What follows belongs to an exercise in optimizing a design on an open flow for small area; a production flow would make more cautious choices.
Where RTL was checked, it was by simulation tests only, not by an equivalence proof against the original.
Power and IR drop assume default switching activity.

## 09-25
Design tod_counter, start of the top module:
module tod_counter (
    input             clk,
    input             rst_n,
    input             cmd_valid,
    output            cmd_ready,
    input      [31:0] cmd_w6,
    input      [31:0] cmd_w7,
    input      [31:0] cmd_w8,
    input      [31:0] cmd_w9,
    output reg        cpl_valid,
    output            cpl_ok,
    output     [31:0] cpl_res0,
    output     [31:0] cpl_res1,
    output     [31:0] tod_ns,
    output     [31:0] tod_frac,
    output     [29:0] tod_subsec,
    output     [31:0] tod_wraps,
    output     [63:0] tod_inc,
    output reg        pps,
    output reg        wrap
);
clock: 12.0 ns
lec_check: 0
cap_margin: 20
core_margin: 2
core_utilization: 40
slew_margin: 20
standard.sh (not shown) runs the stock make flow with config.mk's settings and CLKGATE_MAP_FILE= SYNTH_SCRIPT=/design/flow/synth_recipe.tcl, a recipe that flattens the netlist after the stock synthesis.
==> flow/flow/run.sh <==
#!/bin/bash
# The standard layout (bash standard.sh), with the port buffers that
# placement inserts made the smallest buffer cell instead of the default.
set -euo pipefail
export BUFFER_PORTS_ARGS="-buffer_cell sky130_fd_sc_hd__buf_1"
bash standard.sh > standard_flow.log 2>&1
Edits applied to the flow inputs when going from 09-25 to 08-04:
diff --git a/flow/design.v b/flow/design.v
--- a/flow/design.v
+++ b/flow/design.v
@@ -63,19 +63,17 @@
                 for (j = 0; j < 16; j = j + 1)
                     if ((j >> l) & 1) begin
                         s = ((j >> l) << l) - 1;
                         bg[j] = bg[j] | (bp[j] & bg[s]);
                         bp[j] = bp[j] & bp[s];
                     end
             for (j = 0; j < 16; j = j + 1) begin
-                c[4*j]   = (j == 0) ? 1'b0 : bg[j-1];
-                c[4*j+1] = g[4*j] | (p[4*j] & c[4*j]);
-                c[4*j+2] = g[4*j+1] | (p[4*j+1] & g[4*j]) | (p[4*j+1] & p[4*j] & c[4*j]);
-                c[4*j+3] = g[4*j+2] | (p[4*j+2] & g[4*j+1]) | (p[4*j+2] & p[4*j+1] & g[4*j]) |
-                           (p[4*j+2] & p[4*j+1] & p[4*j] & c[4*j]);
+                c[4*j] = (j == 0) ? 1'b0 : bg[j-1];
+                for (i = 0; i < 3; i = i + 1)
+                    c[4*j+i+1] = g[4*j+i] | (p[4*j+i] & c[4*j+i]);
             end
             c[64] = bg[15];
             fadd = {c[32], c[64], p ^ c[63:0]};
         end
     endfunction
     function [20:0] mred(input [21:0] x);
         reg [21:0] m;
@@ -168,36 +166,22 @@
     wire [63:0] cs_c  = (op_a & op_b) | (op_a & op_c) | (op_b & op_c);
     wire [65:0] acc_n = fadd(cs_s, {cs_c[62:0], 1'b0});
     wire        c_lo1  = cs_c[31];
     wire        c_lo2  = acc_n[65];
     wire        carry64 = acc_n[64];
     wire [1:0]  inc_hi = {~sel_s, sel_s} & {2{keep}};
     wire [8:0]  lo_e   = a_step ? cmd_w7[8:0] : (a_set ? cmd_w8[8:0] : 9'd0);
-    wire [64:0] lo_p1  = radd({55'd0, subsec[8:0] & {9{keep}}}, {55'd0, lo_e}, c_lo1, 9);
-    wire [64:0] lo_pre = radd({54'd0, lo_p1[9:0]}, {62'd0, inc_hi}, 1'b0, 10);
-    reg  [10:0] lo_ones;
-    reg  [20:0] hi_ones;
-    integer oi;
-    always @(*) begin
-        lo_ones[0] = 1'b1;
-        for (oi = 1; oi < 11; oi = oi + 1)
-            lo_ones[oi] = lo_ones[oi-1] & lo_pre[oi-1];
-    end
-    wire [10:0] lo_sum = lo_pre[10:0] ^ (lo_ones & {11{c_lo2}});
+    wire [10:0] lo_pre = {2'd0, subsec[8:0] & {9{keep}}} + {2'd0, lo_e} +
+                         {9'd0, inc_hi} + {10'd0, c_lo1};
+    wire [10:0] lo_sum = lo_pre + {10'd0, c_lo2};
     wire [1:0]  k_hi   = lo_sum[10:9];
     wire [20:0] hi_w   = a_step ? hold[20:0] :
                          (a_set ? cmd_w8[29:9] : (subsec[29:9] & {21{keep}}));
     wire [2:0]  hi_j   = {1'b0, k_hi} + {2'd0, a_step & kprev};
-    wire [2:0]  hi_lo  = {1'b0, hi_w[1:0]} + hi_j;
-    always @(*) begin
-        hi_ones[2] = 1'b1;
-        for (oi = 3; oi < 21; oi = oi + 1)
-            hi_ones[oi] = hi_ones[oi-1] & hi_w[oi-1];
-    end
-    wire [20:0] hi_sum = {hi_w[20:2] ^ (hi_ones[20:2] & {19{hi_lo[2]}}), hi_lo[1:0]};
+    wire [20:0] hi_sum = hi_w + {18'd0, hi_j};
     wire        hi_ge  = (hi_sum[20:2] == MOD5[20:2]) && (hi_sum[1:0] != 2'd0);
     wire [20:0] hi_out = hi_ge ? {19'd0, hi_sum[1:0] - 2'd1} : hi_sum;
     reg  [31:0] wr_ones;
     integer wi;
     always @(*) begin
         wr_ones[0] = 1'b1;
         for (wi = 1; wi < 32; wi = wi + 1)
--- outcome ---
- Compared with 09-25, 08-04 shows a setup clock skew after layout that is 0.0030 ns lower.
- The lower fraction of the mapped netlist area in compound gates came out of 08-04.
- 08-04 finished every step from synthesis to the final layout, and the layout passed the timing, design-rule and antenna checks.
- The share of synthesized area spent on multiplexers number comes out higher for 08-04 vs 09-25.
- [compare] base=09-25 new=08-04: sequential cell fraction of total power rose by 0.9 points, overall overflow remaining after global route stayed essentially flat.

---

The RTL this note starts from:
==> flow/design.v <==
module tod_counter (
    input             clk,
    input             rst_n,
    input             cmd_valid,
    output            cmd_ready,
    input      [31:0] cmd_w6,
    input      [31:0] cmd_w7,
    input      [31:0] cmd_w8,
    input      [31:0] cmd_w9,
    output reg        cpl_valid,
    output            cpl_ok,
    output     [31:0] cpl_res0,
    output     [31:0] cpl_res1,
    output     [31:0] tod_ns,
    output     [31:0] tod_frac,
    output     [29:0] tod_subsec,
    output     [31:0] tod_wraps,
    output     [63:0] tod_inc,
    output reg        pps,
    output reg        wrap
);
    localparam [20:0] MOD5   = 21'd1_953_125;       
    localparam [20:0] NEGTOP = 21'd1_690_981;       
    localparam [3:0] C_IDLE = 4'd0;
    localparam [3:0] C_TAKE = 4'd1;                 
    localparam [3:0] C_W    = 4'd13;                
    localparam [3:0] C_STEP = 4'd14;                
    function [64:0] radd(input [63:0] a, input [63:0] b, input cin, input integer w);
        integer i;
        reg c;
        begin
            radd = 65'd0;
            c = cin;
            for (i = 0; i < 64; i = i + 1) begin
                if (i < w) begin
                    radd[i] = a[i] ^ b[i] ^ c;
                    c = (a[i] & b[i]) | (c & (a[i] ^ b[i]));
                end
            end
            radd[64] = c;
            for (i = 0; i < 64; i = i + 1)
                if (i == w) radd[i] = c;
        end
    endfunction
    function [65:0] fadd(input [63:0] a, input [63:0] b);
        reg [63:0] g, p;
        reg [64:0] c;
        reg [15:0] bg, bp;
        reg        g01, p01, g23, p23;
        integer i, j, l, s;
        begin
            g = a & b;
            p = a ^ b;
            for (j = 0; j < 16; j = j + 1) begin
                g01 = g[4*j+1] | (p[4*j+1] & g[4*j]);
                p01 = p[4*j+1] & p[4*j];
                g23 = g[4*j+3] | (p[4*j+3] & g[4*j+2]);
                p23 = p[4*j+3] & p[4*j+2];
                bg[j] = g23 | (p23 & g01);
                bp[j] = p23 & p01;
            end
            for (l = 0; l < 4; l = l + 1)
                for (j = 0; j < 16; j = j + 1)
                    if ((j >> l) & 1) begin
                        s = ((j >> l) << l) - 1;
                        bg[j] = bg[j] | (bp[j] & bg[s]);
                        bp[j] = bp[j] & bp[s];
                    end
            for (j = 0; j < 16; j = j + 1) begin
                c[4*j]   = (j == 0) ? 1'b0 : bg[j-1];
                c[4*j+1] = g[4*j] | (p[4*j] & c[4*j]);
                c[4*j+2] = g[4*j+1] | (p[4*j+1] & g[4*j]) | (p[4*j+1] & p[4*j] & c[4*j]);
                c[4*j+3] = g[4*j+2] | (p[4*j+2] & g[4*j+1]) | (p[4*j+2] & p[4*j+1] & g[4*j]) |
                           (p[4*j+2] & p[4*j+1] & p[4*j] & c[4*j]);
            end
            c[64] = bg[15];
            fadd = {c[32], c[64], p ^ c[63:0]};
        end
    endfunction
    function gtk(input [31:0] x, input [31:0] k);
        integer i;
        begin
            gtk = 1'b0;
            for (i = 0; i < 32; i = i + 1)
                gtk = k[i] ? (x[i] & gtk) : (x[i] | gtk);
        end
    endfunction
    function [20:0] mred(input [21:0] x);
        reg [21:0] m;
        reg [22:0] br;
        integer i;
        begin
            m = {1'b0, MOD5};
            br[0] = 1'b0;
            for (i = 0; i < 22; i = i + 1)
                br[i+1] = m[i] ? (~x[i] | br[i]) : (~x[i] & br[i]);
            for (i = 0; i < 21; i = i + 1)
                mred[i] = x[i] ^ (~br[22] & (m[i] ^ br[i]));
        end
    endfunction
    reg [63:0] acc;
    reg [29:0] subsec;
    reg [31:0] wraps;
    reg [23:0] dinc;        
    reg [31:0] hold;        
    reg [3:0]  cnt;         
    reg        dec_set, dec_step, dec_rate, dec_bad, dec_r2;
    reg        kprev;       
    wire       inc_s = dinc[23];
    assign tod_ns     = acc[63:32];
    assign tod_frac   = acc[31:0];
    assign tod_subsec = subsec;
    assign tod_wraps  = wraps;
    assign tod_inc    = {30'd0, ~inc_s, {9{inc_s}}, dinc};
    wire [2:0] kind = cmd_w6[2:0];
    wire       lock = cmd_w6[8];
    wire       w9z  = (cmd_w9 == 32'd0);
    wire       rsv_w6   = (|cmd_w6[31:9]) | (|cmd_w6[7:3]);
    wire       rsv_word = ((kind == 3'd2 || kind == 3'd3) && !w9z) ||
                          ((kind == 3'd4) && ((cmd_w7 | cmd_w8 | cmd_w9) != 32'd0));
    wire       rsv_lock = lock && (kind == 3'd3 || kind == 3'd4);
    wire       bad_rsv  = rsv_w6 | rsv_word | rsv_lock;
    wire       bad_kind = kind[2] | (kind[1] & kind[0]);
    wire       bad_sub  = (kind == 3'd0) && gtk(cmd_w8, 32'd999_999_999);
    wire       inc_ok   = ((cmd_w8 == 32'd1) && gtk(cmd_w7, 32'hFFBE_76C8)) ||
                          ((cmd_w8 == 32'd2) && !gtk(cmd_w7, 32'h0041_8937));
    wire       bad_inc  = (kind == 3'd2) && !inc_ok;
    wire       bad      = bad_rsv | bad_kind | bad_sub | bad_inc;
    wire       r2       = bad_rsv | (!bad_kind & (bad_sub | bad_inc));
    wire       at_take = (cnt == C_TAKE);
    wire       at_w    = (cnt == C_W);
    wire       at_step = (cnt == C_STEP);
    assign cmd_ready   = (at_take & !dec_step) | at_step;
    wire       accept  = rst_n & cmd_ready;
    wire       a_set   = rst_n & at_take & dec_set;
    wire       a_rate  = rst_n & at_take & dec_rate;
    wire       a_step  = rst_n & at_step;
    wire       mod_on  = dec_step & (cnt != C_IDLE) & (cnt < C_W);
    wire       keep    = rst_n & !a_set;                
    wire       plain   = keep & !a_step;                
    wire        d_s   = cmd_w8[31];
    wire [64:0] r_st  = radd({46'd0, cmd_w8[30:13]}, {43'd0, d_s ? NEGTOP : 21'd0}, 1'b0, 21);
    wire [35:0] dq    = {cmd_w8[12:0], cmd_w7[31:9]};
    reg  [2:0]  chunk;
    always @(*) begin
        case (cnt)
            4'd1:    chunk = dq[35:33];
            4'd2:    chunk = dq[32:30];
            4'd3:    chunk = dq[29:27];
            4'd4:    chunk = dq[26:24];
            4'd5:    chunk = dq[23:21];
            4'd6:    chunk = dq[20:18];
            4'd7:    chunk = dq[17:15];
            4'd8:    chunk = dq[14:12];
            4'd9:    chunk = dq[11:9];
            4'd10:   chunk = dq[8:6];
            4'd11:   chunk = dq[5:3];
            default: chunk = dq[2:0];
        endcase
    end
    wire [64:0] w_sum = radd({43'd0, subsec[29:9]}, {43'd0, hold[20:0]}, 1'b0, 21);
    wire [20:0] r1    = mred({hold[20:0], chunk[2]});
    wire [20:0] r2m   = mred({r1, chunk[1]});
    wire [21:0] x3    = at_w ? w_sum[21:0] : {r2m, chunk[0]};
    wire [20:0] r3    = mred(x3);
    wire [23:0] dinc_sel = a_rate ? cmd_w7[23:0] : dinc;
    wire        sel_s    = dinc_sel[23];
    wire [63:0] inc_sel  = {30'd0, ~sel_s, {9{sel_s}}, dinc_sel};
    wire [63:0] op_a  = acc & {64{keep}};
    wire [63:0] op_b  = inc_sel & {64{keep}};
    wire [63:0] op_c  = {cmd_w7, cmd_w9} & {64{a_set | a_step}};
    wire [63:0] cs_s  = op_a ^ op_b ^ op_c;
    wire [63:0] cs_c  = (op_a & op_b) | (op_a & op_c) | (op_b & op_c);
    wire [65:0] acc_n = fadd(cs_s, {cs_c[62:0], 1'b0});
    wire        c_lo1  = cs_c[31];
    wire        c_lo2  = acc_n[65];
    wire        carry64 = acc_n[64];
    wire [1:0]  inc_hi = {~sel_s, sel_s} & {2{keep}};
    wire [8:0]  lo_e   = a_step ? cmd_w7[8:0] : (a_set ? cmd_w8[8:0] : 9'd0);
    wire [64:0] lo_p1  = radd({55'd0, subsec[8:0] & {9{keep}}}, {55'd0, lo_e}, c_lo1, 9);
    wire [64:0] lo_pre = radd({54'd0, lo_p1[9:0]}, {62'd0, inc_hi}, 1'b0, 10);
    reg  [10:0] lo_ones;
    reg  [20:0] hi_ones;
    integer oi;
    always @(*) begin
        lo_ones[0] = 1'b1;
        for (oi = 1; oi < 11; oi = oi + 1)
            lo_ones[oi] = lo_ones[oi-1] & lo_pre[oi-1];
    end
    wire [10:0] lo_sum = lo_pre[10:0] ^ (lo_ones & {11{c_lo2}});
    wire [1:0]  k_hi   = lo_sum[10:9];
    wire [20:0] hi_w   = a_step ? hold[20:0] :
                         (a_set ? cmd_w8[29:9] : (subsec[29:9] & {21{keep}}));
    wire [2:0]  hi_j   = {1'b0, k_hi} + {2'd0, a_step & kprev};
    wire [2:0]  hi_lo  = {1'b0, hi_w[1:0]} + hi_j;
    always @(*) begin
        hi_ones[2] = 1'b1;
        for (oi = 3; oi < 21; oi = oi + 1)
            hi_ones[oi] = hi_ones[oi-1] & hi_w[oi-1];
    end
    wire [20:0] hi_sum = {hi_w[20:2] ^ (hi_ones[20:2] & {19{hi_lo[2]}}), hi_lo[1:0]};
    wire        hi_ge  = (hi_sum[20:2] == MOD5[20:2]) && (hi_sum[1:0] != 2'd0);
    wire [20:0] hi_out = hi_ge ? {19'd0, hi_sum[1:0] - 2'd1} : hi_sum;
    reg  [31:0] wr_ones;
    integer wi;
    always @(*) begin
        wr_ones[0] = 1'b1;
        for (wi = 1; wi < 32; wi = wi + 1)
            wr_ones[wi] = wr_ones[wi-1] & wraps[wi-1];
    end
    wire [31:0] wraps_inc = wraps ^ (wr_ones & {32{carry64 & plain}});
    always @(posedge clk) begin
        acc    <= acc_n[63:0];
        subsec <= {hi_out, lo_sum[8:0]};
        wraps  <= wraps_inc & {32{rst_n}};
        dinc   <= dinc_sel & {24{rst_n}};
        pps    <= plain & hi_ge;
        wrap   <= plain & carry64;
        kprev  <= k_hi[0];
    end
    always @(posedge clk) begin
        if (!rst_n || accept || (cnt == C_IDLE && !cmd_valid))
            cnt <= C_IDLE;
        else
            cnt <= cnt + 4'd1;
        cpl_valid <= accept;
        if (cnt == C_IDLE) begin
            dec_set  <= !bad && (kind == 3'd0);
            dec_step <= !bad && (kind == 3'd1);
            dec_rate <= !bad && (kind == 3'd2);
            dec_bad  <= bad;
            dec_r2   <= r2;
        end
        if (cnt == C_IDLE)
            hold[20:0] <= r_st[20:0];
        else if (mod_on | at_w)
            hold[20:0] <= r3;
        else
            hold[20:0] <= acc[52:32];
        hold[31:21] <= acc[63:53];
    end
    assign cpl_ok   = !dec_bad;
    assign cpl_res0 = dec_bad  ? {30'd0, dec_r2, !dec_r2} :
                      dec_rate ? acc[63:32] : hold;
    assign cpl_res1 = (dec_bad | dec_rate) ? 32'd0 : acc[63:32];
endmodule
==> flow/config.mk <==
export PLATFORM = sky130hd
export DESIGN_NAME = tod_counter
export DESIGN_NICKNAME = tod_counter
export VERILOG_FILES = /design/flow/design.v
export SDC_FILE = /design/flow/constraint.sdc
export NUM_CORES = 4
export LEC_CHECK = 0
export ABC_AREA = 1
export CAP_MARGIN = 20
export CORE_MARGIN = 2
export CORE_UTILIZATION = 40
export SLEW_MARGIN = 20
==> flow/constraint.sdc <==
create_clock -name core_clock -period 12.0 [get_ports {clk}]
set_input_delay 2.4000 -clock core_clock [delete_from_list [all_inputs] [get_ports {clk}]]
set_output_delay 2.4000 -clock core_clock [all_outputs]
set_load 0.01 [all_outputs]
Scripts as last shown in full above: flow/flow/run.sh
==> next run, changes <==
--- a/flow/design.v
+++ b/flow/design.v
@@ -62,6 +62,13 @@
             for (l = 0; l < 4; l = l + 1)
                 for (j = 0; j < 16; j = j + 1)
-                    if ((j >> l) & 1) begin
-                        s = ((j >> l) << l) - 1;
+                    if (((j + 1) % (2 << l)) == 0) begin
+                        s = j - (1 << l);
+                        bg[j] = bg[j] | (bp[j] & bg[s]);
+                        bp[j] = bp[j] & bp[s];
+                    end
+            for (l = 2; l >= 0; l = l - 1)
+                for (j = 0; j < 16; j = j + 1)
+                    if (j >= (3 << l) - 1 && ((j + 1 - (3 << l)) % (2 << l)) == 0) begin
+                        s = j - (1 << l);
                         bg[j] = bg[j] | (bp[j] & bg[s]);
                         bp[j] = bp[j] & bp[s];
@@ -136,5 +143,4 @@
     wire       a_rate  = rst_n & at_take & dec_rate;
     wire       a_step  = rst_n & at_step;
-    wire       mod_on  = dec_step & (cnt != C_IDLE) & (cnt < C_W);
     wire       keep    = rst_n & !a_set;                
     wire       plain   = keep & !a_step;                
@@ -172,5 +178,45 @@
     wire [63:0] cs_s  = op_a ^ op_b ^ op_c;
     wire [63:0] cs_c  = (op_a & op_b) | (op_a & op_c) | (op_b & op_c);
-    wire [65:0] acc_n = fadd(cs_s, {cs_c[62:0], 1'b0});
+    wire [63:0] fa_a = cs_s;
+    wire [63:0] fa_b = {cs_c[62:0], 1'b0};
+    wire [63:0] fa_g = fa_a & fa_b;
+    wire [63:0] fa_p = fa_a ^ fa_b;
+    wire [63:0] fa_rg, fa_rp;
+    wire [64:0] fa_c;
+    genvar gj, gi;
+    generate
+        for (gj = 0; gj < 8; gj = gj + 1) begin : blk
+            assign fa_rg[8*gj] = fa_g[8*gj];
+            assign fa_rp[8*gj] = fa_p[8*gj];
+            for (gi = 1; gi < 8; gi = gi + 1) begin : run
+                assign fa_rg[8*gj+gi] = fa_g[8*gj+gi] | (fa_p[8*gj+gi] & fa_rg[8*gj+gi-1]);
+                assign fa_rp[8*gj+gi] = fa_p[8*gj+gi] & fa_rp[8*gj+gi-1];
+            end
+        end
+    endgenerate
+    wire [7:0] bg0 = {fa_rg[63], fa_rg[55], fa_rg[47], fa_rg[39], fa_rg[31], fa_rg[23], fa_rg[15], fa_rg[7]};
+    wire [7:0] bp0 = {fa_rp[63], fa_rp[55], fa_rp[47], fa_rp[39], fa_rp[31], fa_rp[23], fa_rp[15], fa_rp[7]};
+    wire g10 = bg0[1] | (bp0[1] & bg0[0]),  p10 = bp0[1] & bp0[0];
+    wire g32 = bg0[3] | (bp0[3] & bg0[2]),  p32 = bp0[3] & bp0[2];
+    wire g54 = bg0[5] | (bp0[5] & bg0[4]),  p54 = bp0[5] & bp0[4];
+    wire g76 = bg0[7] | (bp0[7] & bg0[6]),  p76 = bp0[7] & bp0[6];
+    wire g30 = g32 | (p32 & g10),           p30 = p32 & p10;
+    wire g74 = g76 | (p76 & g54),           p74 = p76 & p54;
+    wire g70 = g74 | (p74 & g30);
+    wire g20 = bg0[2] | (bp0[2] & g10);
+    wire g50 = g54 | (p54 & g30);
+    wire g40 = bg0[4] | (bp0[4] & g30);
+    wire g60 = bg0[6] | (bp0[6] & g50);
+    wire [7:0] bcin = {g60, g50, g40, g30, g20, g10, bg0[0], 1'b0};
+    generate
+        for (gj = 0; gj < 8; gj = gj + 1) begin : car
+            assign fa_c[8*gj] = bcin[gj];
+            for (gi = 1; gi < 8; gi = gi + 1) begin : in
+                assign fa_c[8*gj+gi] = fa_rg[8*gj+gi-1] | (fa_rp[8*gj+gi-1] & bcin[gj]);
+            end
+        end
+    endgenerate
+    assign fa_c[64] = g70;
+    wire [65:0] acc_n = {fa_c[32], fa_c[64], fa_p ^ fa_c[63:0]};
     wire        c_lo1  = cs_c[31];
     wire        c_lo2  = acc_n[65];
@@ -234,8 +280,8 @@
         if (cnt == C_IDLE)
             hold[20:0] <= r_st[20:0];
-        else if (mod_on | at_w)
+        else if (cmd_ready)
+            hold[20:0] <= acc[52:32];
+        else
             hold[20:0] <= r3;
-        else
-            hold[20:0] <= acc[52:32];
         hold[31:21] <= acc[63:53];
     end
First-iteration DRC count rises by about 4.6%.
Final area stays flat.
Cell count is higher by 0.50%.
Clock power barely changes.
Worst hold slack got worse by 4.8 ps.
Clock-buffer cell count went up by 3.
Combinational power rose by 87%.
Area after synthesis drops by 1.2%.
Die area falls by 1.2%.
Flip-flop and latch count is unchanged.
The RTL of the second run of this note was laid out without a check of its function.

## static timing again, ports no longer ideal
The results above use ideal ports. As a check the final layouts listed here were re-extracted and re-timed, cells and wires unchanged.
Step 1 (the two cells are an assumption about what drives the block):
set clk [get_ports {clk}]
set_driving_cell -lib_cell sky130_fd_sc_hd__clkbuf_16 $clk
set_driving_cell -lib_cell sky130_fd_sc_hd__buf_2 [delete_from_list [all_inputs] $clk]
Step 2 times the ports against the registers' clock, not the clock port: input delays grow and output delays shrink by t, the midpoint of the rising clock arrivals with the driver on.
a / b / c = ideal / step 1 / step 2; a / b = the first two.
run	t (ns)	setup WS [ns]	worst setup path at the end	latest minus earliest clock arrival (ns)	slew at the worst register clock pin (ns)
09-25	0.532	0.612 / 0.601 / 0.069	input to register	0.018 / 0.018	0.09 / 0.09
08-04	0.522	0.824 / 0.850 / 0.328	input to register	0.015 / 0.015	0.08 / 0.08
the first run of note 2	0.533	0.674 / 0.696 / 0.163	input to register	0.013 / 0.014	0.08 / 0.08
the second run of note 2	0.519	0.879 / 0.915 / 0.396	input to register	0.022 / 0.022	0.08 / 0.08
After both steps every run listed still meets setup and hold. The setup slack of 09-25, which loses most, moves by -0.011 ns with the drivers and by -0.543 ns with both steps.
